This is an optimization exercise on Yosys and OpenROAD, whose aim is small area and a short achievable clock period, not a production implementation. Only simulation tests tie the RTL to the original design; equivalence was not proved.

## v5
## lng_unit
module lng_unit (
    input  wire        clk,
    input  wire        rst,         
    input  wire        issue,
    input  wire [5:0]  op,
    input  wire [14:0] m,
    input  wire [39:0] a,
    input  wire [39:0] b,
    input  wire [39:0] acc_lo,      
    input  wire [39:0] acc_hi,      
    input  wire        psn,         
    input  wire [2:0]  slot,
    input  wire [19:0] origin,      
    output wire        ready,
    output wire        done,
    output wire        trap,
    output wire        pair,
    output wire [39:0] r0,
    output wire [39:0] r1,
    output wire [7:0]  cause,
    output wire [17:0] info
);
    localparam [3:0] T_EMPTY = 4'd0, T_NAT = 4'd1, T_INT = 4'd2, T_BITS = 4'd3,
                     T_SHORT = 4'd5, T_POISON = 4'd14, T_WIDE = 4'd15;
    localparam [7:0] C_TAGV = 8'h01, C_DIVZ = 8'h0E, C_ILLOP = 8'h0F;
    localparam [3:0] OP_MUL = 4'd0, OP_MULH = 4'd1, OP_MULW = 4'd2, OP_MAC = 4'd3,
                     OP_DIV = 4'd4, OP_DIVU = 4'd5, OP_REM = 4'd6, OP_REMU = 4'd7,
                     OP_CRC = 4'd8, OP_CRCFIN = 4'd9, OP_SQRTU = 4'd10;
    reg         busy, rdy, done_r, trap_r, pair_r;
    reg  [4:0]  cnt;         
    reg  [39:0] xa, xb, xl, xh;
    reg  [3:0]  opq;
    reg  [6:0]  mq;
    reg         psnq;
    reg  [2:0]  slotq;
    reg  [19:0] origq;
    reg         sgn_a;       
    reg  [20:0] bctl;        
    reg         hz, hinv;    
    reg         bsign;       
    reg         divz_r;      
    reg         sa_int, sa_short, sb_int, sb_short;    
    reg         msel_b;      
    reg         k_c0, k_c1;          
    reg  [2:0]  k_i0;                
    reg  [3:0]  k_tag;               
    reg  [2:0]  k_slot;              
    reg         k_r0, k_r7;          
    assign ready = rdy;
    assign done  = done_r;
    assign trap  = trap_r;
    assign pair  = pair_r;
    assign r0    = xl;
  ...
Size: about 8300 cells after synthesis, ~250 flip-flops, roughly 54000 um2 of cells after synthesis.
export LEC_CHECK = 0
export ABC_AREA = 1
export CAP_MARGIN = 20
export CORE_MARGIN = 2
export CORE_UTILIZATION = 40
export SLEW_MARGIN = 20
create_clock -name core_clock -period 25.0 [get_ports {clk}]
run.sh (not shown) runs the stock make flow with config.mk's settings and CLKGATE_MAP_FILE= SYNTH_SCRIPT=/design/flow/synth_recipe.tcl, a recipe that flattens the netlist after the stock synthesis.
Per the final summary, v5 finished and its layout is clean on timing, DRC and antenna.
What v32 does differently from v5 at the input level:
- swapping 20 for 90 in CAP_MARGIN
- swapping 20 for 90 in SLEW_MARGIN
Notes after the runs:
- For v32, the flow was terminated by a tool error in detailed placement and produced no final design.
- Diff v5..v32 | synthesized cell count | negligible
- Comparing v32 against v5, there is no change at all in multiplexer share of the synthesized area.
- From v32 to v5, starting density of the core did not move at all.
- Any difference in count of flip-flops with a built-in enable after synthesis between v32 and v5 is small enough to ignore.
- As far as total standard cell area after synthesis goes, v5 and v32 are indistinguishable; the numbers are identical.
- HPWL reported at the end of detailed placement delta (v32 − v5): unfavourable
The inputs of v28 differ from those of v32 as listed below.
- changing SLEW_MARGIN from 90 to 75
- changing CAP_MARGIN from 90 to 75
Results
Relative to v32, the detailed placement HPWL of v28 is lower by about 46%.
Looking at the reports, v28 completed the entire flow and the layout it produced met the timing, design-rule and antenna checks.
Proportion of synthesized flip-flops having asynchronous set or reset: v28 vs v32 — no meaningful difference
Post-synthesis xor/xnor area fraction came out exactly the same in v28 and v32.
From v32 to v28 the numbers moved as follows: initial core utilization has remained practically unchanged, synthesized flop and latch total has remained practically unchanged, post-synth design cell area has remained practically unchanged, synthesized cell count has remained practically unchanged.
Input-level comparison between v54 and v28:
- CAP_MARGIN changed from 75 to 50
- CORE_UTILIZATION changed from 40 to 50
- SLEW_MARGIN changed from 75 to 60
- Status v54: flow complete, layout not clean - antenna rules
- On violation count after the first detailed-route iteration, the lower figure sits with v28, not v54.
- Going from v28 to v54, the global-route usage was found to have gone up by 9.3 points.
- Compared to v28, v54 has routed wire length 4.4% lower.
- Layout clock buffer count: v54 < v28
- v54 ends up with lower setup slack than v28 does.
- v54 packs its core tighter than v28.
- Vias per cell ends up higher on v54.
The following lists how v11 was set up differently from v54:
- SLEW_MARGIN changed from 60 to 50
- CORE_UTILIZATION changed from 50 to 40
==> run notes <==
- In summary, v11 completed successfully, with a layout that passed the timing, design-rule and antenna checks.
- On final worst setup slack, v54 beats v11.
- From v54 to v11, number of hold buffers added after cts did not move at all.
- What v54 reported for horizontal extent of the die has to be multiplied by 1.12 to get the figure for v11.
- Delta (v11 minus v54): share of the core filled with cells in the final layout -11 points; routed length per instance +about 1.3%; peak per-stage delay on the critical path +0.03 ns; cell area after layout ~0 delta.
- Looking only at count of fill cells added during filler insertion, and setting everything else aside, the lower value of v11 and v54 goes to v54.


Another version of the RTL of lng_unit (not shown whole).
Size in the first run: roughly 8400 cells after synthesis, about 320 I/O pins, roughly 54000 um2 of cells after synthesis.
clock: 25.0 ns
lec_check: 0
abc_area: 1
cap_margin: 75
core_margin: 2
core_utilization: 40
slew_margin: 75
Then changed:
- CAP_MARGIN: 75 -> 65
- SLEW_MARGIN: 75 -> 65
Outcome: Count of clock-buffer cells in the layout rises by 4. Global-route usage falls by 0.35 points. Routed wire length stays flat. Die area is unchanged. Synthesized cell count is unchanged. Clock skew falls by 0.0088 ns. First-iteration DRC count rises by a few percent. Setup slack improves by 0.13 ns. Utilization falls by 2.0 points. Synthesized area is unchanged.
Then changed:
- CAP_MARGIN: 65 -> 80
- SLEW_MARGIN: 65 -> 80
Count of clock-buffer cells in the layout is higher by 1.
Worst setup slack loses 1.3 ns.
Final cell count is higher by 3.3%.
Then changed:
- CAP_MARGIN: 80 -> 50
- SLEW_MARGIN: 80 -> 50
Outcome: Global-route usage decreases by 0.58 points. Final cell count came out lower by 3.5%. Worst hold slack barely changes. Sequential cell count stays the same.

-- what the ideal ports hide --
The results above use ideal ports. As a check the final layouts listed here were re-extracted and re-timed, cells and wires unchanged.
Step 1 assumes that a clkbuf_16 drives the clock port and a buf_2 every other input.
Step 2 moves the port delays by t, midway between the first and last clock arrival at a register: inputs arrive t later, outputs are due t later. That takes back most of the time a late clock gives input paths.
Three values: ideal, step 1, step 2; two values: the first two.
| run | t, ns | setup WS [ns] | slew at the worst register clock pin (ns) |
|---|---|---|---|
| v5 | 0.736 | 14.694 / 14.739 / 14.003 | 0.08 / 0.08 |
| v28 | 0.717 | 16.110 / 16.154 / 15.438 | 0.08 / 0.08 |
| v54 | 0.728 | 15.074 / 15.118 / 14.389 | 0.08 / 0.08 |
| v11 | 0.718 | 14.997 / 15.037 / 14.319 | 0.08 / 0.08 |
| the first run of note 2 | 0.724 | 15.598 / 15.598 / 15.598 | 0.07 / 0.07 |
| the second run of note 2 | 0.703 | 15.727 / 15.757 / 15.054 | 0.07 / 0.07 |
| the third run of note 2 | 0.727 | 14.409 / 14.409 / 14.409 | 0.07 / 0.07 |
| the fourth run of note 2 | 0.714 | 15.213 / 15.213 / 15.004 | 0.07 / 0.07 |
For v5, which loses most, drivers alone change the setup slack by +0.045 ns; drivers and shift together by -0.691 ns.
